Source: an optimization exercise on an open RTL-to-GDS flow (aim: small area). Production flows keep margins and buffers that such runs may drop.
Function was checked by simulation only, so behaviour that the tests miss may differ from the original.
Power figures rest on the tool's default switching activity, not on a simulated workload.

==> flow/design.v, too long to show whole: its modules and the start of the top module <==
// module pwm_trip_filter: 37 lines
// module pwm_inc: 18 lines
// module pwm_ge: 17 lines
// module pwm_ha: 9 lines
// module pwm_carry: 18 lines
// module pwm_maj: 8 lines
// module pwm_leg: 104 lines
// module pwm_gt: 17 lines
// module pwm_cmp: 691 lines
// module pwm_fa: 10 lines
// module pwm_sel: 11 lines
// module pwm_axis: 261 lines
module pwm_axis (
    input  wire        clk,
    input  wire        rst,
    input  wire [19:0] t_pwm,         
    input  wire [1:0]  k_sel,         
    input  wire        inv_h,         
    input  wire        inv_l,         
    input  wire [7:0]  min_pulse,     
    input  wire [15:0] dt_min,
    input  wire [15:0] dt_max,
    input  wire [15:0] dt_fix,
    input  wire [11:0] margin,
    input  wire        adapt_en,
    input  wire        sw_inv,
    input  wire [9:0]  filt_n,        
    input  wire        filt_clk,      
    input  wire        trip_pol,      
    input  wire        trip_en,
    input  wire        trip_action,   
    input  wire [7:0]  latch_n,       
    input  wire [15:0] win,           
    input  wire [9:0]  gfilt_n,       
    input  wire        gfilt_clk,
    input  wire        gtrip_pol,
    input  wire        gtrip_en,
    input  wire        gmode,         
    input  wire        gmask,         
    input  wire        pwm_on,        
    input  wire [15:0] duty_u,        
    input  wire [15:0] duty_v,
    input  wire [15:0] duty_w,
    input  wire [2:0]  rel,           
    input  wire [2:0]  sw,            
    input  wire        trip_in,       
    input  wire        gtrip_in,      
    input  wire        sto,           
    input  wire        fault_clear,   
    input  wire        clr_fb_seen,   
    input  wire        clr_trip_total,  
    output wire [2:0]  gate_h,        
    output wire [2:0]  gate_l,        
    output wire        tick,          
    output reg         on,
    output reg         sto_now,
    output wire        trip_now,
    output wire [2:0]  fb_now,
    output reg  [2:0]  fb_seen,
    output wire        in_level,
    output wire        g_level,
    output reg         window_open,
    output reg         latched,
    output reg  [7:0]  win_count,
    output reg  [15:0] trip_total,
    output reg         ev_pwm,
    output reg  [19:0] cmp_u,
    output reg  [19:0] cmp_v,
    output reg  [19:0] cmp_w,
    output reg  [2:0]  released,
    output wire [15:0] dt_rise_u,
    output wire [15:0] dt_fall_u,
    output wire [15:0] dt_rise_v,
    output wire [15:0] dt_fall_v,
    output wire [15:0] dt_rise_w,
    output wire [15:0] dt_fall_w
);
  // ...
==> flow/flow/run.sh <==
#!/bin/bash
# The standard layout, with one change: buffer_ports puts the smallest
# buffer cell (buf_1) on every input and output port instead of the default
# delay buffer; repair_design still resizes any port buffer that needs it.
set -euo pipefail
export BUFFER_PORTS_ARGS="-buffer_cell sky130_fd_sc_hd__buf_1"
bash standard.sh 2>&1 | tee standard_flow.log
==> flow/standard.sh <==
#!/bin/bash
# synth_recipe.tcl (not shown) runs the flow's synth.tcl, then flattens the netlist and writes it again
# the make line also repeats each setting of config.mk as NAME=value (left out here)
make -C /OpenROAD-flow-scripts/flow DESIGN_CONFIG=/design/flow/config.mk WORK_HOME=/design/flow/orfs CLKGATE_MAP_FILE= SYNTH_SCRIPT=/design/flow/synth_recipe.tcl "${@:-finish}"
==> flow/config.mk <==
export PLATFORM = sky130hd
export DESIGN_NAME = pwm_axis
export DESIGN_NICKNAME = pwm_axis
export VERILOG_FILES = /design/flow/design.v
export SDC_FILE = /design/flow/constraint.sdc
export NUM_CORES = 4
export LEC_CHECK = 0
export CAP_MARGIN = 20
export CELL_PAD_IN_SITES_DETAIL_PLACEMENT = 1
export CELL_PAD_IN_SITES_GLOBAL_PLACEMENT = 1
export CORE_MARGIN = 2
export CORE_UTILIZATION = 35
export CTS_BUF_LIST = sky130_fd_sc_hd__clkbuf_4 sky130_fd_sc_hd__clkbuf_8
export PLACE_DENSITY = 0.5
export SLEW_MARGIN = 20
export SYNTH_HIERARCHICAL = 1
==> flow/constraint.sdc <==
create_clock -name core_clock -period 13.0 [get_ports {clk}]
set_input_delay 2.6000 -clock core_clock [delete_from_list [all_inputs] [get_ports {clk}]]
set_output_delay 2.6000 -clock core_clock [all_outputs]
set_load 0.01 [all_outputs]
==> results by group, run 1 <==
Run status
  • Status: complete, no violations

Run
  • Max-cap check violation count: 0

CTS
  • Clock latency (worst-skew pair): 680 ps
  • Max Buffers Root-to-Sink: 3
  • CTS sink cnt: 394

Pwr
  • Sw Pwr: 7232 uW
  • Leak: 0.02045 uW
  • Power Density: 278.9 nW/um^2
  • Sequential share of power: 0.111
  • Internal power: 6520 uW
  • Combinational share of power: 0.801
  • Net Sw Frac: 0.5259

Cells and area
  • Multi-input combinational area share: 0.6576
  • N_diodes: 1
  • FFs & Latches: 394
  • FF/Latch Area: 9009 um^2

Synthesis
  • Synth Area in XOR/XNOR: 0.02743
  • Post-synth top cells: nand2_1, fa_1, a222oi_1, inv_1

Routing
  • Total wire length: 189.7 mm
  • Initial DRC count: 4654

Setup path
  • Cell family with most CP delay: compound AO/OA/AOI/OAI gates
  • Critical Path Start: t_pwm[1]
  • Critical path depth: 39
  • Most used cell, CP: fa_1
  • Worst Path Required: 13510 ps
  • Cell depth of the worst flop-to-flop path: 30

Timing
  • Final hold vios: 0
  • Final WS setup: 857.0 ps
  • Min Tclk post-route: 12140 ps

Floorplan
  • Core area: 121900 um^2
  • Tap Count: 1625

Placement
  • DP Wirelength: 142.2 mm
  • Dpl cell area: 47850 um^2

Global routing
  • GRT Max-Usage Layer: met2
==> module pwm_trip_filter, before the edit <==
module pwm_trip_filter (
    input  wire       clk,
    input  wire       rst,
    input  wire       in_act,    
    input  wire       ce,        
    input  wire [9:0] n,         
    output reg        level      
);
    reg       in_q;
    reg [9:0] fcnt;
    wire [9:0] fcnt_inc;
    wire       fcnt_co;
    wire       fcnt_ge;          
    pwm_inc #(.N(10)) u_inc (.a(fcnt), .y(fcnt_inc), .co(fcnt_co));
    pwm_carry #(.N(10)) u_ge (.a(fcnt), .bn(~n), .ci(1'b1), .co(fcnt_ge));
    always @(posedge clk) begin
        if (rst) begin
            in_q  <= 1'b0;
            level <= 1'b0;
            fcnt  <= 10'd0;
        end else begin
            in_q <= in_act;
            if (ce) begin
                if (in_q != level) begin
                    if (fcnt_ge) begin
                        level <= in_q;
                        fcnt  <= 10'd0;
                    end else begin
                        fcnt <= fcnt_inc;
                    end
                end else begin
                    fcnt <= 10'd0;
                end
            end
        end
    end
endmodule
==> module pwm_carry, before the edit <==
module pwm_carry #(
    parameter N = 8
) (
    input  wire [N-1:0] a,
    input  wire [N-1:0] bn,
    input  wire         ci,
    output wire         co
);
    wire [N:0] c;
    assign c[0] = ci;
    genvar i;
    generate
        for (i = 0; i < N; i = i + 1) begin : g_c
            pwm_maj u_m (.a(a[i]), .b(bn[i]), .c(c[i]), .y(c[i+1]));
        end
    endgenerate
    assign co = c[N];
endmodule
==> module pwm_leg, before the edit <==
module pwm_leg (
    input  wire        clk,
    input  wire        rst,
    input  wire        start,       
    input  wire        cmd_en,
    input  wire        cmd_h,
    input  wire        measure,     
    input  wire        adapt_en,
    input  wire        sw_now,      
    input  wire [15:0] dt_fix,
    input  wire [15:0] dt_min,
    input  wire [15:0] dt_max,
    input  wire [15:0] ndt_min,     
    input  wire [15:0] ndt_max,     
    input  wire [11:0] margin,
    output wire        gh,          
    output wire        gl,          
    output wire [15:0] dt_rise,     
    output wire [15:0] dt_fall,     
    output reg         fb,          
    output wire        fb_enter     
);
    reg        cur_en;
    reg        cur_h;
    reg [15:0] ndcnt;
    reg [15:0] dtr;
    reg [15:0] dtf;
    reg        win;
    reg        swq;
    reg [16:0] tmm;         
    reg [5:0]  miss;        
    assign dt_rise = adapt_en ? dtr : dt_fix;
    assign dt_fall = adapt_en ? dtf : dt_fix;
    wire        changed  = (cmd_en != cur_en) || (cmd_en && (cmd_h != cur_h));
    wire        edge_hl  = cur_en && cmd_en && (cmd_h != cur_h);
    wire [15:0] dt_sel   = cmd_h ? dt_rise : dt_fall;
    wire [15:0] ndcnt_inc;
    wire        dz;         
    pwm_inc #(.N(16)) u_dinc (.a(ndcnt), .y(ndcnt_inc), .co(dz));
    assign gh = cur_en && cur_h && dz;
    assign gl = cur_en && !cur_h && dz;
    wire        win_fall = !cur_h;
    wire        trans    = win && (win_fall ? (swq && !sw_now) : (!swq && sw_now));
    wire        seen     = !changed && trans;
    wire        missed   = !changed && win && !trans && dz;
    wire [16:0] tmm_inc;
    wire        tmm_co;
    pwm_inc #(.N(17)) u_tinc (.a(tmm), .y(tmm_inc), .co(tmm_co));
    wire        c_min;      
    wire        c_max;      
    pwm_carry #(.N(16)) u_gmin (.a(tmm[15:0]), .bn(ndt_min), .ci(1'b1), .co(c_min));
    pwm_carry #(.N(16)) u_gmax (.a(tmm[15:0]), .bn(ndt_max), .ci(1'b0), .co(c_max));
    wire        lt_min = !tmm[16] && !c_min;    
    wire        gt_max = tmm[16] || c_max;      
    wire [5:0]  miss_inc;
    wire        miss_co;
    pwm_inc #(.N(6)) u_minc (.a(miss), .y(miss_inc), .co(miss_co));
    assign fb_enter = missed && !fb && miss_co;
    wire        to_fix = start || fb_enter;
    wire [15:0] dt_nv  = rst    ? 16'd0  :
                         to_fix ? dt_fix :
                         lt_min ? dt_min :
                         gt_max ? dt_max : tmm[15:0];
    wire        wr_any = rst || start || fb_enter;
    wire        wr_r   = wr_any || (seen && !win_fall);
    wire        wr_f   = wr_any || (seen && win_fall);
    always @(posedge clk) begin
        cur_h <= cmd_h;
        swq   <= sw_now;
        if (changed)
            ndcnt <= ~dt_sel;
        else
            ndcnt <= ndcnt_inc | {16{dz}};
        if (changed)
            tmm <= {5'd0, margin};
        else
            tmm <= tmm_inc;
        if (start || seen)
            miss <= 6'd0;
        else if (missed && !fb)
            miss <= miss_inc;
        if (wr_r)
            dtr <= dt_nv;
        if (wr_f)
            dtf <= dt_nv;
    end
    always @(posedge clk) begin
        if (rst) begin
            cur_en <= 1'b0;
            win    <= 1'b0;
            fb     <= 1'b0;
        end else begin
            cur_en <= cmd_en;
            if (changed)
                win <= adapt_en && measure && edge_hl;
            else if (trans || dz)
                win <= 1'b0;
            if (start || seen)
                fb <= 1'b0;
            else if (fb_enter)
                fb <= 1'b1;
        end
    end
endmodule
==> module pwm_axis, before the edit <==
module pwm_axis (
    input  wire        clk,
    input  wire        rst,
    input  wire [19:0] t_pwm,         
    input  wire [1:0]  k_sel,         
    input  wire        inv_h,         
    input  wire        inv_l,         
    input  wire [7:0]  min_pulse,     
    input  wire [15:0] dt_min,
    input  wire [15:0] dt_max,
    input  wire [15:0] dt_fix,
    input  wire [11:0] margin,
    input  wire        adapt_en,
    input  wire        sw_inv,
    input  wire [9:0]  filt_n,        
    input  wire        filt_clk,      
    input  wire        trip_pol,      
    input  wire        trip_en,
    input  wire        trip_action,   
    input  wire [7:0]  latch_n,       
    input  wire [15:0] win,           
    input  wire [9:0]  gfilt_n,       
    input  wire        gfilt_clk,
    input  wire        gtrip_pol,
    input  wire        gtrip_en,
    input  wire        gmode,         
    input  wire        gmask,         
    input  wire        pwm_on,        
    input  wire [15:0] duty_u,        
    input  wire [15:0] duty_v,
    input  wire [15:0] duty_w,
    input  wire [2:0]  rel,           
    input  wire [2:0]  sw,            
    input  wire        trip_in,       
    input  wire        gtrip_in,      
    input  wire        sto,           
    input  wire        fault_clear,   
    input  wire        clr_fb_seen,   
    input  wire        clr_trip_total,  
    output wire [2:0]  gate_h,        
    output wire [2:0]  gate_l,        
    output wire        tick,          
    output reg         on,
    output reg         sto_now,
    output wire        trip_now,
    output wire [2:0]  fb_now,
    output reg  [2:0]  fb_seen,
    output wire        in_level,
    output wire        g_level,
    output reg         window_open,
    output reg         latched,
    output reg  [7:0]  win_count,
    output reg  [15:0] trip_total,
    output reg         ev_pwm,
    output reg  [19:0] cmp_u,
    output reg  [19:0] cmp_v,
    output reg  [19:0] cmp_w,
    output reg  [2:0]  released,
    output wire [15:0] dt_rise_u,
    output wire [15:0] dt_fall_u,
    output wire [15:0] dt_rise_v,
    output wire [15:0] dt_fall_v,
    output wire [15:0] dt_rise_w,
    output wire [15:0] dt_fall_w
);
    reg  [19:0] cnt;
    reg  [1:0]  pidx;
    reg         ps;                             
    wire [19:0] cnt_inc;
    wire        cnt_co;
    wire        pend;                           
    pwm_inc #(.N(20)) u_cinc (.a(cnt), .y(cnt_inc), .co(cnt_co));
    pwm_ge  #(.N(21)) u_pend (.a({cnt_co, cnt_inc}), .b({1'b0, t_pwm}), .ge(pend));
    wire        plast = (k_sel == 2'd0) || ((k_sel == 2'd1) ? (pidx != 2'd0) : (pidx == 2'd3));
    assign tick = pend && plast;
    always @(posedge clk) begin
        if (rst) begin
            cnt  <= 20'd0;
            pidx <= 2'd0;
            ps   <= 1'b1;
        end else begin
            ps <= pend;
            if (pend) begin
                cnt  <= 20'd0;
                pidx <= plast ? 2'd0 : pidx + 2'd1;
            end else begin
                cnt <= cnt_inc;
            end
        end
    end
    reg  [2:0] pre;
    always @(posedge clk) begin
        if (rst)
            pre <= 3'd0;
        else
            pre <= pre + 3'd1;
    end
    wire ax_level;
    wire gr_level;
    pwm_trip_filter u_ftrip (
        .clk    (clk),
        .rst    (rst),
        .in_act (trip_in ^ trip_pol),
        .ce     (!filt_clk || (pre == 3'd7)),
        .n      (filt_n),
        .level  (ax_level)
    );
    pwm_trip_filter u_fgtrip (
        .clk    (clk),
        .rst    (rst),
        .in_act (gtrip_in ^ gtrip_pol),
        .ce     (!gfilt_clk || (pre == 3'd7)),
        .n      (gfilt_n),
        .level  (gr_level)
    );
    assign in_level = ax_level;
    assign g_level  = gmask && gr_level;
    reg  hold_r;
    reg  counted;
    reg  [15:0] nrem;       
    wire trip_act = (trip_en && ax_level) || (gtrip_en && !gmode && g_level);
    wire hold     = on && !sto_now && (trip_act || (hold_r && !ps));
    assign trip_now = hold;
    wire [15:0] nrem_inc;
    wire        nrem_co;
    pwm_inc #(.N(16)) u_rinc (.a(nrem), .y(nrem_inc), .co(nrem_co));
    wire tp_new      = hold && !(counted && !ps);
    wire closing     = on && ps && window_open && (nrem == 16'hFFFE);
    wire [7:0] wc_inc;
    wire       wc_co;
    wire       wc_ge;
    pwm_inc #(.N(8)) u_winc (.a(win_count), .y(wc_inc), .co(wc_co));
    wire       wc_c;        
    pwm_carry #(.N(8)) u_wge (.a(wc_inc), .bn(~latch_n), .ci(1'b1), .co(wc_c));
    assign wc_ge = wc_co || wc_c;
    wire latch_cnt   = tp_new && wc_ge;
    wire latch_grp   = on && !sto_now && gtrip_en && gmode && g_level;
    wire latch_now   = latch_cnt || latch_grp;
    wire win_opens   = tp_new && !window_open;
    wire [15:0] tt_inc;
    wire        tt_co;
    pwm_inc #(.N(16)) u_tinc (.a(trip_total), .y(tt_inc), .co(tt_co));
    wire start = tick && pwm_on && !on && !sto_now && !latched;
    wire stop  = on && ((pend && !pwm_on) || sto_now || latch_now);
    always @(posedge clk) begin
        hold_r  <= hold;
        counted <= tp_new || (counted && !ps);
        if (win_opens)
            nrem <= ~win;
        else if (ps)
            nrem <= nrem_inc;
        if (rst) begin
            on          <= 1'b0;
            sto_now     <= 1'b0;
            latched     <= 1'b0;
            window_open <= 1'b0;
            win_count   <= 8'd0;
            trip_total  <= 16'd0;
        end else begin
            sto_now <= sto;
            latched <= (latched && !fault_clear) || latch_now;
            if (start)
                on <= 1'b1;
            else if (stop)
                on <= 1'b0;
            if (clr_trip_total)
                trip_total <= 16'd0;
            else if (tp_new && !tt_co)
                trip_total <= tt_inc;
            if (!on || closing) begin
                window_open <= 1'b0;
                win_count   <= 8'd0;
            end else if (tp_new) begin
                window_open <= 1'b1;
                win_count   <= wc_inc;
            end
        end
    end
    wire [19:0] cmp_u_new;
    wire [19:0] cmp_v_new;
    wire [19:0] cmp_w_new;
    wire [21:0] t3  = {2'b00, t_pwm} + {1'b0, t_pwm, 1'b0};
    wire [19:0] tmp = {t_pwm[19:4] - {8'd0, min_pulse}, t_pwm[3:0]};
    pwm_cmp u_cmp_u (.duty(duty_u), .t(t_pwm), .t3(t3), .tmp(tmp), .min_pulse(min_pulse), .cmp(cmp_u_new));
    pwm_cmp u_cmp_v (.duty(duty_v), .t(t_pwm), .t3(t3), .tmp(tmp), .min_pulse(min_pulse), .cmp(cmp_v_new));
    pwm_cmp u_cmp_w (.duty(duty_w), .t(t_pwm), .t3(t3), .tmp(tmp), .min_pulse(min_pulse), .cmp(cmp_w_new));
    wire load = tick && (start || (on && !stop));
    always @(posedge clk) begin
        if (rst) begin
            cmp_u    <= 20'd0;
            cmp_v    <= 20'd0;
            cmp_w    <= 20'd0;
            released <= 3'b111;
        end else if (load) begin
            cmp_u    <= cmp_u_new;
            cmp_v    <= cmp_v_new;
            cmp_w    <= cmp_w_new;
            released <= rel;
        end
    end
    wire        run    = on && !sto_now;
    wire [2:0]  cmd_en;
    wire [2:0]  cmd_h;
    wire [59:0] cmp_all = {cmp_w, cmp_v, cmp_u};
    wire [2:0]  gh;
    wire [2:0]  gl;
    wire [2:0]  fb_enter;
    wire [47:0] dtr_all;
    wire [47:0] dtf_all;
    reg  [2:0]  lt_r;
    genvar i;
    generate
        for (i = 0; i < 3; i = i + 1) begin : g_leg
            wire [19:0] cmp_i = cmp_all[20*i +: 20];
            wire lt_cmp = ps ? (cmp_i != 20'd0) : lt_r[i];
            always @(posedge clk)
                lt_r[i] <= lt_cmp && (cnt_inc != cmp_i);
            assign cmd_en[i] = run && (hold ? trip_action : !released[i]);
            assign cmd_h[i]  = !hold && lt_cmp;
            pwm_leg u_leg (
                .clk      (clk),
                .rst      (rst),
                .start    (start),
                .cmd_en   (cmd_en[i]),
                .cmd_h    (cmd_h[i]),
                .measure  (!hold),
                .adapt_en (adapt_en),
                .sw_now   (sw[i] ^ sw_inv),
                .dt_fix   (dt_fix),
                .dt_min   (dt_min),
                .dt_max   (dt_max),
                .ndt_min  (~dt_min),
                .ndt_max  (~dt_max),
                .margin   (margin),
                .gh       (gh[i]),
                .gl       (gl[i]),
                .dt_rise  (dtr_all[16*i +: 16]),
                .dt_fall  (dtf_all[16*i +: 16]),
                .fb       (fb_now[i]),
                .fb_enter (fb_enter[i])
            );
        end
    endgenerate
    assign gate_h = gh ^ {3{inv_h}};
    assign gate_l = gl ^ {3{inv_l}};
    assign dt_rise_u = dtr_all[15:0];
    assign dt_fall_u = dtf_all[15:0];
    assign dt_rise_v = dtr_all[31:16];
    assign dt_fall_v = dtf_all[31:16];
    assign dt_rise_w = dtr_all[47:32];
    assign dt_fall_w = dtf_all[47:32];
    always @(posedge clk) begin
        if (rst) begin
            fb_seen <= 3'b000;
            ev_pwm  <= 1'b0;
        end else begin
            fb_seen <= (clr_fb_seen ? 3'b000 : fb_seen) | fb_enter;
            ev_pwm  <= win_opens || (latch_now && !latched) || (|fb_enter);
        end
    end
endmodule
==> run 2: changes to the inputs <==
--- a/flow/design.v
+++ b/flow/design.v
@@ -7,17 +7,17 @@
     output reg        level      
 );
     reg       in_q;
     reg [9:0] fcnt;
     wire [9:0] fcnt_inc;
     wire       fcnt_co;
     wire       fcnt_ge;          
     pwm_inc #(.N(10)) u_inc (.a(fcnt), .y(fcnt_inc), .co(fcnt_co));
-    pwm_carry #(.N(10)) u_ge (.a(fcnt), .bn(~n), .ci(1'b1), .co(fcnt_ge));
+    pwm_carry #(.N(10), .CI(1)) u_ge (.a(fcnt), .bn(~n), .co(fcnt_ge));
     always @(posedge clk) begin
         if (rst) begin
             in_q  <= 1'b0;
             level <= 1'b0;
             fcnt  <= 10'd0;
         end else begin
             in_q <= in_act;
             if (ce) begin
@@ -75,28 +75,28 @@
     input  wire b,
     output wire s,
     output wire co
 );
     assign s  = a ^ b;
     assign co = a & b;
 endmodule
 module pwm_carry #(
-    parameter N = 8
+    parameter N  = 8,
+    parameter CI = 1
 ) (
     input  wire [N-1:0] a,
     input  wire [N-1:0] bn,
-    input  wire         ci,
     output wire         co
 );
     wire [N:0] c;
-    assign c[0] = ci;
+    assign c[1] = CI ? (a[0] | bn[0]) : (a[0] & bn[0]);
     genvar i;
     generate
-        for (i = 0; i < N; i = i + 1) begin : g_c
+        for (i = 1; i < N; i = i + 1) begin : g_c
             pwm_maj u_m (.a(a[i]), .b(bn[i]), .c(c[i]), .y(c[i+1]));
         end
     endgenerate
     assign co = c[N];
 endmodule
 module pwm_maj (
     input  wire a,
     input  wire b,
@@ -150,18 +150,18 @@
     wire        trans    = win && (win_fall ? (swq && !sw_now) : (!swq && sw_now));
     wire        seen     = !changed && trans;
     wire        missed   = !changed && win && !trans && dz;
     wire [16:0] tmm_inc;
     wire        tmm_co;
     pwm_inc #(.N(17)) u_tinc (.a(tmm), .y(tmm_inc), .co(tmm_co));
     wire        c_min;      
     wire        c_max;      
-    pwm_carry #(.N(16)) u_gmin (.a(tmm[15:0]), .bn(ndt_min), .ci(1'b1), .co(c_min));
-    pwm_carry #(.N(16)) u_gmax (.a(tmm[15:0]), .bn(ndt_max), .ci(1'b0), .co(c_max));
+    pwm_carry #(.N(16), .CI(1)) u_gmin (.a(tmm[15:0]), .bn(ndt_min), .co(c_min));
+    pwm_carry #(.N(16), .CI(0)) u_gmax (.a(tmm[15:0]), .bn(ndt_max), .co(c_max));
     wire        lt_min = !tmm[16] && !c_min;    
     wire        gt_max = tmm[16] || c_max;      
     wire [5:0]  miss_inc;
     wire        miss_co;
     pwm_inc #(.N(6)) u_minc (.a(miss), .y(miss_inc), .co(miss_co));
     assign fb_enter = missed && !fb && miss_co;
     wire        to_fix = start || fb_enter;
     wire [15:0] dt_nv  = rst    ? 16'd0  :
@@ -546,85 +546,98 @@
     wire pp7_14 = !(d[14] & t[14]);
     wire pp7_15 = !(d[14] & t[15]);
     wire pp7_16 = !(d[14] & t[16]);
     wire pp7_17 = !(d[14] & t[17]);
     wire pp7_18 = !(d[14] & t[18]);
     wire pp7_19 = !(d[14] & t[19]);
     wire rnd_s = !pp7_0;
     wire hs0, hc0;
-    pwm_fa u_ha0 (.a(pp0_12), .b(pp1_10), .c(1'b1), .s(hs0), .co(hc0));
+    pwm_xn u_hs0 (.a(pp0_12), .b(pp1_10), .y(hs0));
+    pwm_or u_hc0 (.a(pp0_12), .b(pp1_10), .y(hc0));
     wire fs1, fc1;
     pwm_fa u_fa1 (.a(pp0_13), .b(pp1_11), .c(pp2_9), .s(fs1), .co(fc1));
     wire fs2, fc2;
     pwm_fa u_fa2 (.a(pp0_14), .b(pp1_12), .c(pp2_10), .s(fs2), .co(fc2));
     wire hs3, hc3;
-    pwm_fa u_ha3 (.a(pp3_8), .b(pp4_6), .c(1'b1), .s(hs3), .co(hc3));
+    pwm_xn u_hs3 (.a(pp3_8), .b(pp4_6), .y(hs3));
+    pwm_or u_hc3 (.a(pp3_8), .b(pp4_6), .y(hc3));
     wire fs4, fc4;
     pwm_fa u_fa4 (.a(pp0_15), .b(pp1_13), .c(pp2_11), .s(fs4), .co(fc4));
     wire fs5, fc5;
     pwm_fa u_fa5 (.a(pp3_9), .b(pp4_7), .c(pp5_5), .s(fs5), .co(fc5));
     wire hs6, hc6;
-    pwm_fa u_ha6 (.a(pp6_3), .b(pp7_1), .c(1'b1), .s(hs6), .co(hc6));
+    pwm_xn u_hs6 (.a(pp6_3), .b(pp7_1), .y(hs6));
+    pwm_or u_hc6 (.a(pp6_3), .b(pp7_1), .y(hc6));
     wire fs7, fc7;
     pwm_fa u_fa7 (.a(pp0_16), .b(pp1_14), .c(pp2_12), .s(fs7), .co(fc7));
     wire fs8, fc8;
     pwm_fa u_fa8 (.a(pp3_10), .b(pp4_8), .c(pp5_6), .s(fs8), .co(fc8));
     wire hs9, hc9;
-    pwm_fa u_ha9 (.a(pp6_4), .b(pp7_2), .c(1'b1), .s(hs9), .co(hc9));
+    pwm_xn u_hs9 (.a(pp6_4), .b(pp7_2), .y(hs9));
+    pwm_or u_hc9 (.a(pp6_4), .b(pp7_2), .y(hc9));
     wire fs10, fc10;
     pwm_fa u_fa10 (.a(pp0_17), .b(pp1_15), .c(pp2_13), .s(fs10), .co(fc10));
     wire fs11, fc11;
     pwm_fa u_fa11 (.a(pp3_11), .b(pp4_9), .c(pp5_7), .s(fs11), .co(fc11));
     wire hs12, hc12;
-    pwm_fa u_ha12 (.a(pp6_5), .b(pp7_3), .c(1'b1), .s(hs12), .co(hc12));
+    pwm_xn u_hs12 (.a(pp6_5), .b(pp7_3), .y(hs12));
+    pwm_or u_hc12 (.a(pp6_5), .b(pp7_3), .y(hc12));
     wire fs13, fc13;
     pwm_fa u_fa13 (.a(pp0_18), .b(pp1_16), .c(pp2_14), .s(fs13), .co(fc13));
     wire fs14, fc14;
     pwm_fa u_fa14 (.a(pp3_12), .b(pp4_10), .c(pp5_8), .s(fs14), .co(fc14));
     wire hs15, hc15;
-    pwm_fa u_ha15 (.a(pp6_6), .b(pp7_4), .c(1'b1), .s(hs15), .co(hc15));
+    pwm_xn u_hs15 (.a(pp6_6), .b(pp7_4), .y(hs15));
+    pwm_or u_hc15 (.a(pp6_6), .b(pp7_4), .y(hc15));
     wire fs16, fc16;
     pwm_fa u_fa16 (.a(pp0_19), .b(pp1_17), .c(pp2_15), .s(fs16), .co(fc16));
     wire fs17, fc17;
     pwm_fa u_fa17 (.a(pp3_13), .b(pp4_11), .c(pp5_9), .s(fs17), .co(fc17));
     wire hs18, hc18;
-    pwm_fa u_ha18 (.a(pp6_7), .b(pp7_5), .c(1'b1), .s(hs18), .co(hc18));
+    pwm_xn u_hs18 (.a(pp6_7), .b(pp7_5), .y(hs18));
+    pwm_or u_hc18 (.a(pp6_7), .b(pp7_5), .y(hc18));
     wire fs19, fc19;
     pwm_fa u_fa19 (.a(pp0_20), .b(pp1_18), .c(pp2_16), .s(fs19), .co(fc19));
     wire fs20, fc20;
     pwm_fa u_fa20 (.a(pp3_14), .b(pp4_12), .c(pp5_10), .s(fs20), .co(fc20));
     wire hs21, hc21;
-    pwm_fa u_ha21 (.a(pp6_8), .b(pp7_6), .c(1'b1), .s(hs21), .co(hc21));
+    pwm_xn u_hs21 (.a(pp6_8), .b(pp7_6), .y(hs21));
+    pwm_or u_hc21 (.a(pp6_8), .b(pp7_6), .y(hc21));
     wire fs22, fc22;
     pwm_fa u_fa22 (.a(pp0_21), .b(pp1_19), .c(pp2_17), .s(fs22), .co(fc22));
     wire fs23, fc23;
     pwm_fa u_fa23 (.a(pp3_15), .b(pp4_13), .c(pp5_11), .s(fs23), .co(fc23));
     wire hs24, hc24;
-    pwm_fa u_ha24 (.a(pp6_9), .b(pp7_7), .c(1'b1), .s(hs24), .co(hc24));
+    pwm_xn u_hs24 (.a(pp6_9), .b(pp7_7), .y(hs24));
+    pwm_or u_hc24 (.a(pp6_9), .b(pp7_7), .y(hc24));
     wire fs25, fc25;
     pwm_fa u_fa25 (.a(pp1_20), .b(pp2_18), .c(pp3_16), .s(fs25), .co(fc25));
     wire fs26, fc26;
     pwm_fa u_fa26 (.a(pp4_14), .b(pp5_12), .c(pp6_10), .s(fs26), .co(fc26));
     wire fs27, fc27;
     pwm_fa u_fa27 (.a(pp1_21), .b(pp2_19), .c(pp3_17), .s(fs27), .co(fc27));
     wire hs28, hc28;
-    pwm_fa u_ha28 (.a(pp4_15), .b(pp5_13), .c(1'b1), .s(hs28), .co(hc28));
+    pwm_xn u_hs28 (.a(pp4_15), .b(pp5_13), .y(hs28));
+    pwm_or u_hc28 (.a(pp4_15), .b(pp5_13), .y(hc28));
     wire fs29, fc29;
     pwm_fa u_fa29 (.a(pp2_20), .b(pp3_18), .c(pp4_16), .s(fs29), .co(fc29));
     wire hs30, hc30;
-    pwm_fa u_ha30 (.a(pp2_21), .b(pp3_19), .c(1'b1), .s(hs30), .co(hc30));
+    pwm_xn u_hs30 (.a(pp2_21), .b(pp3_19), .y(hs30));
+    pwm_or u_hc30 (.a(pp2_21), .b(pp3_19), .y(hc30));
     wire hs31, hc31;
-    pwm_fa u_ha31 (.a(pp0_8), .b(pp1_6), .c(1'b1), .s(hs31), .co(hc31));
+    pwm_xn u_hs31 (.a(pp0_8), .b(pp1_6), .y(hs31));
+    pwm_or u_hc31 (.a(pp0_8), .b(pp1_6), .y(hc31));
     wire fs32, fc32;
     pwm_fa u_fa32 (.a(pp0_9), .b(pp1_7), .c(pp2_5), .s(fs32), .co(fc32));
     wire fs33, fc33;
     pwm_fa u_fa33 (.a(pp0_10), .b(pp1_8), .c(pp2_6), .s(fs33), .co(fc33));
     wire hs34, hc34;
-    pwm_fa u_ha34 (.a(pp3_4), .b(pp4_2), .c(1'b1), .s(hs34), .co(hc34));
+    pwm_xn u_hs34 (.a(pp3_4), .b(pp4_2), .y(hs34));
+    pwm_or u_hc34 (.a(pp3_4), .b(pp4_2), .y(hc34));
     wire fs35, fc35;
     pwm_fa u_fa35 (.a(pp0_11), .b(pp1_9), .c(pp2_7), .s(fs35), .co(fc35));
     wire fs36, fc36;
     pwm_fa u_fa36 (.a(pp3_5), .b(pp4_3), .c(pp5_1), .s(fs36), .co(fc36));
     wire fs37, fc37;
     pwm_fa u_fa37 (.a(hs0), .b(pp2_8), .c(pp3_6), .s(fs37), .co(fc37));
     wire fs38, fc38;
     pwm_fa u_fa38 (.a(pp4_4), .b(pp5_2), .c(pp6_0), .s(fs38), .co(fc38));
@@ -682,23 +695,26 @@
     pwm_fa u_fa64 (.a(pp5_15), .b(pp6_13), .c(pp7_11), .s(fs64), .co(fc64));
     wire fs65, fc65;
     pwm_fa u_fa65 (.a(hc30), .b(pp3_20), .c(pp4_18), .s(fs65), .co(fc65));
     wire fs66, fc66;
     pwm_fa u_fa66 (.a(pp5_16), .b(pp6_14), .c(pp7_12), .s(fs66), .co(fc66));
     wire fs67, fc67;
     pwm_fa u_fa67 (.a(pp3_21), .b(pp4_19), .c(pp5_17), .s(fs67), .co(fc67));
     wire hs68, hc68;
-    pwm_fa u_ha68 (.a(pp6_15), .b(pp7_13), .c(1'b1), .s(hs68), .co(hc68));
+    pwm_xn u_hs68 (.a(pp6_15), .b(pp7_13), .y(hs68));
+    pwm_or u_hc68 (.a(pp6_15), .b(pp7_13), .y(hc68));
     wire fs69, fc69;
     pwm_fa u_fa69 (.a(pp4_20), .b(pp5_18), .c(pp6_16), .s(fs69), .co(fc69));
     wire hs70, hc70;
-    pwm_fa u_ha70 (.a(pp4_21), .b(pp5_19), .c(1'b1), .s(hs70), .co(hc70));
+    pwm_xn u_hs70 (.a(pp4_21), .b(pp5_19), .y(hs70));
+    pwm_or u_hc70 (.a(pp4_21), .b(pp5_19), .y(hc70));
     wire hs71, hc71;
-    pwm_fa u_ha71 (.a(pp0_6), .b(pp1_4), .c(1'b1), .s(hs71), .co(hc71));
+    pwm_xn u_hs71 (.a(pp0_6), .b(pp1_4), .y(hs71));
+    pwm_or u_hc71 (.a(pp0_6), .b(pp1_4), .y(hc71));
     wire fs72, fc72;
     pwm_fa u_fa72 (.a(pp0_7), .b(pp1_5), .c(pp2_3), .s(fs72), .co(fc72));
     wire fs73, fc73;
     pwm_fa u_fa73 (.a(hs31), .b(pp2_4), .c(pp3_2), .s(fs73), .co(fc73));
     wire fs74, fc74;
     pwm_fa u_fa74 (.a(hc31), .b(fs32), .c(pp3_3), .s(fs74), .co(fc74));
     wire fs75, fc75;
     pwm_fa u_fa75 (.a(fc32), .b(fs33), .c(hs34), .s(fs75), .co(fc75));
@@ -738,19 +754,21 @@
     pwm_fa u_fa92 (.a(fc65), .b(fc66), .c(fs67), .s(fs92), .co(fc92));
     wire fs93, fc93;
     pwm_fa u_fa93 (.a(fc67), .b(hc68), .c(fs69), .s(fs93), .co(fc93));
     wire fs94, fc94;
     pwm_fa u_fa94 (.a(fc69), .b(hs70), .c(pp6_17), .s(fs94), .co(fc94));
     wire fs95, fc95;
     pwm_fa u_fa95 (.a(hc70), .b(pp5_20), .c(pp6_18), .s(fs95), .co(fc95));
     wire hs96, hc96;
-    pwm_fa u_ha96 (.a(pp5_21), .b(pp6_19), .c(1'b1), .s(hs96), .co(hc96));
+    pwm_xn u_hs96 (.a(pp5_21), .b(pp6_19), .y(hs96));
+    pwm_or u_hc96 (.a(pp5_21), .b(pp6_19), .y(hc96));
     wire hs97, hc97;
-    pwm_fa u_ha97 (.a(pp0_4), .b(pp1_2), .c(1'b1), .s(hs97), .co(hc97));
+    pwm_xn u_hs97 (.a(pp0_4), .b(pp1_2), .y(hs97));
+    pwm_or u_hc97 (.a(pp0_4), .b(pp1_2), .y(hc97));
     wire fs98, fc98;
     pwm_fa u_fa98 (.a(pp0_5), .b(pp1_3), .c(pp2_1), .s(fs98), .co(fc98));
     wire fs99, fc99;
     pwm_fa u_fa99 (.a(hs71), .b(pp2_2), .c(pp3_0), .s(fs99), .co(fc99));
     wire fs100, fc100;
     pwm_fa u_fa100 (.a(hc71), .b(fs72), .c(pp3_1), .s(fs100), .co(fc100));
     wire fs101, fc101;
     pwm_fa u_fa101 (.a(fc72), .b(fs73), .c(pp4_0), .s(fs101), .co(fc101));
@@ -798,17 +816,18 @@
     pwm_fa u_fa122 (.a(fc93), .b(fs94), .c(pp7_15), .s(fs122), .co(fc122));
     wire fs123, fc123;
     pwm_fa u_fa123 (.a(fc94), .b(fs95), .c(pp7_16), .s(fs123), .co(fc123));
     wire fs124, fc124;
     pwm_fa u_fa124 (.a(fc95), .b(hs96), .c(pp7_17), .s(fs124), .co(fc124));
     wire fs125, fc125;
     pwm_fa u_fa125 (.a(hc96), .b(pp6_20), .c(pp7_18), .s(fs125), .co(fc125));
     wire hs126, hc126;
-    pwm_fa u_ha126 (.a(pp6_21), .b(pp7_19), .c(1'b1), .s(hs126), .co(hc126));
+    pwm_xn u_hs126 (.a(pp6_21), .b(pp7_19), .y(hs126));
+    pwm_or u_hc126 (.a(pp6_21), .b(pp7_19), .y(hc126));
     wire [34:0] ra_n = {hc126, fc125, fc124, fc123, fc122, fc121, fc120, fc119, fc118, fc117, fc116, fc115, fc114, fc113, fc112, fc111, fc110, fc109, fc108, fc107, fc106, fc105, fc104, fc103, fc102, fc101, fc100, fc99, fc98, hc97, hs97, pp0_3, pp0_2, pp0_1, pp0_0};
     wire [34:0] rb_n = {1'b1, hs126, fs125, fs124, fs123, fs122, fs121, fs120, fs119, fs118, fs117, fs116, fs115, fs114, fs113, fs112, fs111, fs110, fs109, fs108, fs107, fs106, fs105, fs104, fs103, fs102, fs101, fs100, fs99, fs98, pp2_0, pp1_1, pp1_0, 1'b1, 1'b1};
     wire [34:0] ra = ~ra_n;
     wire [34:0] rb = ~rb_n;
     wire [14:0] lg = ra[14:0] & rb[14:0];
     wire [14:0] lp = ra[14:0] | rb[14:0];
     wire lgg0_0 = lg[1] | (lp[1] & lg[0]);
     wire lgg0_2 = lg[3] | (lp[3] & lg[2]);
@@ -922,16 +941,30 @@
     input  wire b,
     input  wire c,
     output wire s,
     output wire co
 );
     assign s  = a ^ b ^ c;
     assign co = (a & b) | (c & (a ^ b));
 endmodule
+module pwm_xn (
+    input  wire a,
+    input  wire b,
+    output wire y
+);
+    assign y = !(a ^ b);
+endmodule
+module pwm_or (
+    input  wire a,
+    input  wire b,
+    output wire y
+);
+    assign y = a | b;
+endmodule
 module pwm_sel (
     input  wire s1,
     input  wire s2,
     input  wire s3,
     input  wire a,
     input  wire b,
     input  wire c,
     output wire yn
@@ -1066,17 +1099,17 @@
     pwm_inc #(.N(16)) u_rinc (.a(nrem), .y(nrem_inc), .co(nrem_co));
     wire tp_new      = hold && !(counted && !ps);
     wire closing     = on && ps && window_open && (nrem == 16'hFFFE);
     wire [7:0] wc_inc;
     wire       wc_co;
     wire       wc_ge;
     pwm_inc #(.N(8)) u_winc (.a(win_count), .y(wc_inc), .co(wc_co));
     wire       wc_c;        
-    pwm_carry #(.N(8)) u_wge (.a(wc_inc), .bn(~latch_n), .ci(1'b1), .co(wc_c));
+    pwm_carry #(.N(8), .CI(1)) u_wge (.a(wc_inc), .bn(~latch_n), .co(wc_c));
     assign wc_ge = wc_co || wc_c;
     wire latch_cnt   = tp_new && wc_ge;
     wire latch_grp   = on && !sto_now && gtrip_en && gmode && g_level;
     wire latch_now   = latch_cnt || latch_grp;
     wire win_opens   = tp_new && !window_open;
     wire [15:0] tt_inc;
     wire        tt_co;
     pwm_inc #(.N(16)) u_tinc (.a(trip_total), .y(tt_inc), .co(tt_co));
==> flow/config.mk (replaced) <==
export PLATFORM = sky130hd
export DESIGN_NAME = pwm_axis
export DESIGN_NICKNAME = pwm_axis
export VERILOG_FILES = /design/flow/design.v
export SDC_FILE = /design/flow/constraint.sdc
export NUM_CORES = 4
export LEC_CHECK = 0
export CAP_MARGIN = 20
export CELL_PAD_IN_SITES_DETAIL_PLACEMENT = 1
export CELL_PAD_IN_SITES_GLOBAL_PLACEMENT = 1
export CORE_MARGIN = 2
export CORE_UTILIZATION = 40
export CTS_BUF_LIST = sky130_fd_sc_hd__clkbuf_16
export CTS_CLUSTER_DIAMETER = 80
export CTS_CLUSTER_SIZE = 15
export PLACE_DENSITY = 0.6
export SLEW_MARGIN = 20
export SYNTH_HIERARCHICAL = 1
==> run 2 against run 1 <==
Non-clock buffer count fell by 37; clock skew decreased by 8.9 ps; area after synthesis decreased by 0.87%; combinational power decreased by 17%; design area down 3.5%; synthesized cell count increased by 0.98%; critical path depth stayed put.
==> results by group, run 2 <==
Timing
  • Final hold slack: 422.4 ps
  • Slew Limit Fails: 0
  • # setup viols final: 0
  • Final hold vios: 0 (unchanged)
  • Min Tclk post-route: 12230 ps (+90.73 ps)
  • Worst slew pin tran: 1162 ps
  • Setup_tns: 0 ps
  • Period utilization: 0.9411
  • RSZ-0062 raised after global routing: false
  • Slew headroom: 0.2201
  • Clk_skew: 18.96 ps
  • Max frequency: 0.08174 GHz

Cells and area
  • Fraction of layout cells with a size suffix above 1: 0.1053
  • Layout Area Growth over Synthesis: 11.53%
  • Nets: 5920
  • Fill cell count: 12400
  • Top reg by flops: g_leg.u_leg.tmm
  • Commonest non-fill, non-tap cell in the layout: nand2_1
  • Max reg flops: 51
  • Most frequent cells in the layout: nand2_1, a222oi_1, buf_1, inv_1, fa_1

Global routing
  • GRT met2 Usage: 0.5279
  • Tot GR Track Use: 0.3160
  • Initial antenna violation count: 2
  • Met3 Use GR: 0.04318
  • M1 GR Usage: 0.4190
  • Largest net degree at the start of global routing: 120
  • First-pass GRT wire length: 264.2 mm
  • Total gr overflow: 0
  • GRT Max-Usage Layer: met2
  • Vias in the first global route: 40840

Worst hold path
  • Worst min-delay path class: reg2reg

Pwr
  • Peak supply drop: 0.2169 mV
  • Leak: 0.01955 uW (-4.4%)
  • Power Density: 243.7 nW/um^2 (-13%)

Synthesis
  • Flops & latches, synth: 394
  • Synth top area cells: fa_1, dfxtp_1, a222oi_1, ha_1, edfxtp_1
  • Netlist cell types: 92
  • Post-synth ARST share: 0
  • Post-synth top cells: nand2_1, a222oi_1, fa_1, inv_1
  • Area fraction of the dominant cell type after synthesis: 0.1685
  • Post-synth EDFFs: 112
  • Synth Cell Area: 42650 um^2
  • Largest area contributor in the netlist: fa_1
  • Seq/Total Area, Yosys: 0.2112
  • Most numerous cell in the Yosys netlist: nand2_1
  • Post-synthesis cell count: 4629
  • Ys flop type: dfxtp_1
  • Syn Area/Cell: 9.213 um^2
  • Synth warn: 9

CTS
  • Number of gates resized after cts: 0
  • Setup Buffers After CTS: 0
  • Max Buffers Root-to-Sink: 3 (unchanged)
  • TritonCTS Buffers: 30
  • Max H-tree Level: 1
  • CTS sink cnt: 394 (unchanged)
  • Clk root buf: clkbuf_16
  • Hold-fix buffers, CTS: 0
  • CTS tree: done
  • Clock latency (worst-skew pair): 610 ps (-70 ps)
  • Clk pin slew, worst setup/hold paths: 70 ps

Setup path
  • Reg2reg setup slack: 4880 ps
  • Most used cell, CP: fa_1
  • CP Max Fanout: 27
  • CP max-delay cell: o311ai_4
  • CP max stage delay: 700 ps
  • Cell family with most CP delay: adder cells
  • Crit end category: flip-flop
  • Worst path bufs/invs: 3
  • Worst Path Required: 13480 ps (-30 ps)
  • Critical setup path kind: in2reg
  • Critical path startpoint category: primary input
  • CP arrival: 12710 ps

Routing
  • Total wire length: 179.3 mm (-5.5%)
  • Avg WL per Cell: 27.63 um
  • Initial DRC count: 5173 (+11%)
  • Detail Route Antenna Nets: 0
  • DRC viols: 0
  • Vias: 40470
  • Vias/cell: 6.235
  • Drt first pass iters: 13

Floorplan
  • Starting Density: 0.4040
  • Rows: 119
  • Die H: 330.5 um
  • Die Width: 330.5 um
  • Die footprint: 109200 um^2
  • I/O pins: 414
  • Core area: 105600 um^2 (-13%)

Run status
  • Status: complete, no violations

Placement
  • RD Place Congestion: 0.9058
  • DP Wirelength: 135.4 mm (-4.8%)
  • Port-buffer cells: 413

Run
  • Max-cap check violation count: 0 (unchanged)
==> run 2: changes by cell type in the layout (fill, tap and decap cells not counted), moves of 3 or more <==
cell,before,now
and2_1,59,62
buf_4,192,157
clkbuf_16,0,31
clkbuf_4,29,2
clkbuf_8,87,0
conb_1,68,2
fa_1,416,359
inv_1,347,364
maj3_2,140,131
nor2b_1,95,87
nor2b_2,9,17
or2_1,0,63
xnor2_1,53,111
==> run 2: logic make-up (layout without fill, tap and decap cells) <==
group,count (synthesis),after routing,synth area share
AOI/OAI and AO/OA,1024,1024,0.1934
xor gates and xnor gates,190,190,0.03937
DFF,394,394,0.2112
muxes,204,204,0.05035
buffers and inverters,502,970,0.04861
other,1,3,0.00008793
adders and majority gates,768,768,0.2843
and+or+nand+nor,1546,1546,0.1726
==> run 2: cell type report <==
cell class / instances / area [um^2] / area share
clock buffers: 31 / 775.7 / 0.01631
inverters: 348 / 1306 / 0.02746
diodes: 1 / 2.502 / 0.00005261
multi-input cells: 3734 / 31870 / 0.6700
repair buffers: 571 / 2781 / 0.05848
clock inverters: 20 / 81.33 / 0.001710
flip-flops and latches: 394 / 9009 / 0.1894
well taps: 1391 / 1740 / 0.03659
==> run 2: report_power, final <==
| group | leakage (uW) | internal [uW] | switching [uW] | total (uW) |
|---|---|---|---|---|
| clock | 0.000481 | 427 | 471 | 898 |
| combinational | 0.0156 | 3590 | 5590 | 9180 |
| sequential | 0.00344 | 1410 | 102 | 1520 |
| total | 0.0196 | 5430 | 6160 | 11600 |
==> run 2: per-module statistics from Yosys, one instance, submodules excluded, excerpt <==
| module | flops+latches | times used | area (um^2) | cells inside |
|---|---|---|---|---|
| pwm_axis | 142 | 1 | 7785 | 888 |
| pwm_leg | 76 | 3 | 3792 | 426 |
| pwm_cmp | 0 | 3 | 1809 | 298 |
| pwm_trip_filter | 12 | 2 | 505.5 | 51 |
| pwm_fa | 0 | 324 | 20.02 | 1 |
| pwm_ha | 0 | 182 | 12.51 | 1 |
| pwm_maj | 0 | 115 | 11.26 | 1 |
| pwm_sel | 0 | 396 | 10.01 | 1 |
| pwm_xn | 0 | 57 | 8.758 | 1 |
| pwm_or | 0 | 57 | 6.256 | 1 |
==> run 2: per-layer routing <==
| metal | part of all wire | wire length [um] |
|---|---|---|
| met5 | 0.000072 | 13 |
| met4 | 0.036 | 6416 |
| met3 | 0.075 | 13380 |
| met2 | 0.47 | 83910 |
| met1 | 0.42 | 75620 |
==> run 2: metrics by stage <==
| step | instances | worst slack [ps] | total power (uW) | cell area [um^2] | util |
|---|---|---|---|---|---|
| after floorplan | 4630 | 154.3 | 7861 | 42650 | - |
| after global placement | 6437 | 75.21 | 10480 | 46670 | 0.4421 |
| after detailed placement | 6437 | 73.51 | 10650 | 46680 | 0.4422 |
| after CTS | 6488 | 709.8 | 11590 | 47540 | 0.4504 |
| after global routing | 6490 | 88.63 | 12590 | 47560 | 0.4506 |
| final | 6490 | 766.3 | 11590 | 47560 | 0.4506 |
==> run 2: path summary, 6_finish.rpt <==
path                                              end     start  depth (start not counted)
worst max-delay path                         cmp_w[9]  t_pwm[1]                         39
worst min-delay path                           pre[0]    pre[0]                          1
worst max register to register  g_leg[1].u_leg.dtf[5]    cnt[0]                         30
worst min register to register                 pre[0]    pre[0]                          1
==> run 3: changes to the inputs <==
==> flow/run.sh (new file) <==
#!/bin/bash
# synth_recipe.tcl (not shown) runs the flow's synth.tcl, then flattens the netlist and writes it again
# the make line also repeats each setting of config.mk as NAME=value (left out here)
make -C /OpenROAD-flow-scripts/flow DESIGN_CONFIG=/design/flow/config.mk WORK_HOME=/design/flow/orfs CLKGATE_MAP_FILE= SYNTH_SCRIPT=/design/flow/synth_recipe.tcl finish
removed: flow/flow/run.sh
removed: flow/standard.sh
==> run 3 against run 2 <==
Non-clock buffer count rose by 32; routed wire length is 2.3% higher; critical path depth decreased by 2; still clean; combinational power up 7.2%.
==> results by group, run 3 <==
Run status
  • Status: complete, no violations

Synthesis
  • Post-synth ARST share: 0 (unchanged)
  • Most numerous cell in the Yosys netlist: nand2_1
  • Fraction of the mapped netlist area in compound gates: 0.1934 (unchanged)
  • Post-synth EDFFs: 112 (unchanged)
  • Synth Cell Area: 42650 um^2 (unchanged)
  • Adder-Cell Fraction of Synth Area: 0.2843 (unchanged)
  • Simple-gate share of the synthesized area: 0.1726 (unchanged)
  • Netlist cell types: 92 (unchanged)
  • Largest area contributor in the netlist: fa_1
  • Ys flop type: dfxtp_1
  • Post-synth top cells: nand2_1, a222oi_1, fa_1, inv_1
  • Area fraction of the dominant cell type after synthesis: 0.1685 (unchanged)
  • Post-synthesis cell count: 4629 (unchanged)
  • Synth top area cells: fa_1, dfxtp_1, a222oi_1, ha_1, edfxtp_1
  • Seq/Total Area, Yosys: 0.2112 (unchanged)
  • Syn Area/Cell: 9.213 um^2 (unchanged)
  • Combinational family with the most area after synthesis: adder cells
  • Synth Area in XOR/XNOR: 0.03937 (unchanged)
  • Flops & latches, synth: 394 (unchanged)
  • Post-synthesis mux area share: 0.05035 (unchanged)
  • Synth warn: 9 (unchanged)

Setup path
  • Critical Path Start: t_pwm[2]
  • Cell depth of the worst flop-to-flop path: 29 (-3.3%)
  • Critical path startpoint category: primary input
  • Worst path bufs/invs: 3 (unchanged)
  • CP max stage delay: 680 ps (-20 ps)
  • Most used cell, CP: fa_1
  • Worst r2r src: cnt[0]
  • CP arrival: 12730 ps (+20 ps)
  • CP Max Fanout: 19 (-30%)
  • CP max-delay cell: nor2_1
  • Critical setup path kind: in2reg
  • Worst Path Required: 13540 ps (+60 ps)
  • Critical path depth: 37 (-5.1%)
  • Crit end category: flip-flop
  • Cell family with most CP delay: adder cells

Pwr
  • Leak: 0.02072 uW (+6.0%)
  • Power Density: 243.6 nW/um^2 (about the same)
  • Final Total Pwr: 12250 uW (+5.7%)
  • Peak supply drop: 0.2282 mV (+5.2%)

Timing
  • # setup viols final: 0 (unchanged)
  • Setup_tns: 0 ps (unchanged)
  • Clk_skew: 16.23 ps (-2.730 ps)
  • Slew Limit Fails: 0 (unchanged)
  • Max frequency: 0.08205 GHz (+0.38%)
  • Period utilization: 0.9375 (-0.003523)
  • Final WS setup: 812.1 ps (+45.80 ps)
  • Min Tclk post-route: 12190 ps (-45.80 ps)
  • RSZ-0062 raised after global routing: false
  • Worst slew pin tran: 1360 ps (+198.4 ps)
  • Final hold vios: 0 (unchanged)
  • Slew headroom: 0.09152 (-0.1286)

Routing
  • Drt first pass iters: 13 (unchanged)
  • Initial DRC count: 5543 (+7.2%)
  • Detail Route Antenna Nets: 0 (unchanged)
  • Avg WL per Cell: 28.13 um (+1.8%)
  • DRC viols: 0 (unchanged)
  • Vias/cell: 6.247 (+0.20%)
  • Vias: 40750 (+0.69%)
  • Total wire length: 183.4 mm (+2.3%)

CTS
  • Clk root buf: clkbuf_16
  • TritonCTS Buffers: 31 (+3.3%)
  • Clk pin slew, worst setup/hold paths: 70 ps (about the same)
  • CTS tree: done
  • Max H-tree Level: 1 (unchanged)
  • Clock latency (worst-skew pair): 610 ps (about the same)
  • CTS sink cnt: 394 (unchanged)
  • Max Buffers Root-to-Sink: 3 (unchanged)

Placement
  • RD Place Congestion: 0.9289 (+2.6%)
  • Place WS: 199.1 ps (+125.6 ps)
  • Port-buffer cells: 413 (unchanged)
  • DP Wirelength: 137.5 mm (+1.5%)
  • Placed Instances: 6466 (+0.45%)
  • Dpl cell area: 49360 um^2 (+5.7%)

Worst hold path
  • Worst min-delay path class: reg2reg
  • Hold Startpoint: pre[0]
  • Worst hold path depth: 1 (unchanged)

Cells and area
  • Most frequent cells in the layout: nand2_1, a222oi_1, clkdlybuf4s50_1, inv_1, fa_1
  • Max reg flops: 51 (unchanged)
  • Nets: 5953 (+0.56%)
  • N_diodes: 0 (-1)
  • Area of the multi-input gates: 31830 um^2 (-0.11%)
  • Fraction of layout cells with a size suffix above 1: 0.1091 (+0.003805)
  • Commonest non-fill, non-tap cell in the layout: nand2_1
  • Top reg by flops: g_leg.u_leg.tmm
  • Fill cell count: 12170 (-1.9%)
  • Layout Area Growth over Synthesis: 17.90%
  • FF/Latch Area: 9009 um^2 (unchanged)
  • Final Cell Area: 50280 um^2 (+5.7%)
  • Non-filler cells, final: 6522 (+0.49%)

Floorplan
  • Rows: 119 (unchanged)
  • Die Width: 330.5 um (unchanged)
  • Die footprint: 109200 um^2 (unchanged)
  • Starting Density: 0.4040 (unchanged)
  • Die H: 330.5 um (unchanged)
  • I/O pins: 414 (unchanged)
  • Core area: 105600 um^2 (unchanged)

Global routing
  • First-pass GRT wire length: 270.5 mm (+2.4%)
  • Initial antenna violation count: 1 (-1)
  • Total gr overflow: 0 (unchanged)
  • Vias in the first global route: 41780 (+2.3%)
  • Largest net degree at the start of global routing: 103 (-14%)
  • Tot GR Track Use: 0.3252 (+0.009203)

Run
  • Max-cap check violation count: 0 (unchanged)
==> run 3: Yosys stat by module, one instance, submodules excluded, a selection <==
module           flip-flops and latches  copies in the design  cells inside  cell area, um^2
pwm_ha                                0                   182             1            12.51
pwm_or                                0                    57             1            6.256
pwm_xn                                0                    57             1            8.758
pwm_leg                              76                     3           426             3792
pwm_axis                            142                     1           888             7785
pwm_fa                                0                   324             1            20.02
pwm_cmp                               0                     3           298             1809
pwm_sel                               0                   396             1            10.01
pwm_maj                               0                   115             1            11.26
pwm_trip_filter                      12                     2            51            505.5
==> run 3: path summary, 6_finish.rpt <==
| kind | end | slack [ps] |
|---|---|---|
| setup / recovery | cmp_v[17] | 810 |
| hold / removal | pre[0] | 430 |
| setup reg to reg | g_leg[2].u_leg.dtf[9] | 4710 |
| hold reg to reg | pre[0] | 430 |
==> run 3: cell type report <==
| type | instances | area share |
|---|---|---|
| clock buffers | 31 | 0.01543 |
| flip-flops and latches | 394 | 0.1792 |
| clock inverters | 21 | 0.001817 |
| inverters | 348 | 0.02598 |
| multi-input cells | 3734 | 0.6331 |
| repair buffers | 603 | 0.1099 |
| well taps | 1391 | 0.03461 |
==> run 3: power by group <==
group,switching (uW),internal [uW]
Clock,472,429
Sequential,101,1410
Combinational,5770,4060
==> run 3: per-layer routing <==
layer  global-route usage  vias up  routed length, um
li1                     -    18100                  -
met1               0.4262    20250              76550
met2               0.5420     2013              85500
met3              0.04276      388              13440
met4               0.1313        0               7943
met5                    0        -                  0
==> run 3: what timing repair did <==
item                       CTS  global route
setup endpoints to repair    0            13
setup buffers                0             3
resized for setup            0             1
hold buffers                 0             0
==> run 3: cells by family after synthesis <==
kind of cell	after synthesis
and+or+nand+nor	1546
adders and majority gates	768
DFF	394
other	1
muxes	204
AOI/OAI and AO/OA	1024
xor gates and xnor gates	190
buffers and inverters	502
==> run 3: metrics by stage <==
stage,hold slack (ps),utilization
3_5_place_dp,426.1,0.4676
4_1_cts,436.5,0.4758
5_1_grt,448.8,0.4763
3_3_place_gp,418.9,0.4676
2_1_floorplan,399.2,-
6_report,431.1,0.4763

==> static timing again, ports no longer ideal <==
No port has a modelled driver above. Below, the same layouts with a new extraction and two added sets of constraints.
Step 1, drivers: a clkbuf_16 drives clk and a buf_2 each remaining input, both assumed.
Step 2 adds t to the input delays and takes it off the output delays; t is the mean of the earliest and latest rising clock arrival at the registers after step 1. Input paths then give back, and output paths get back, about the clock's delay inside the block.
a / b / c = ideal ports / drivers / drivers and shift; a / b = the first two.
run	t, ns	setup slack, ns	worst register clock-pin slew, ns
run 1	0.720	0.857 / 0.891 / 0.171	0.08 / 0.08
run 2	0.669	0.766 / 0.812 / 0.142	0.08 / 0.08
run 3	0.669	0.812 / 0.857 / 0.188	0.08 / 0.08
After both steps every run listed still meets setup and hold. For run 1, which loses most, drivers alone change the setup slack by +0.034 ns; drivers and shift together by -0.686 ns.
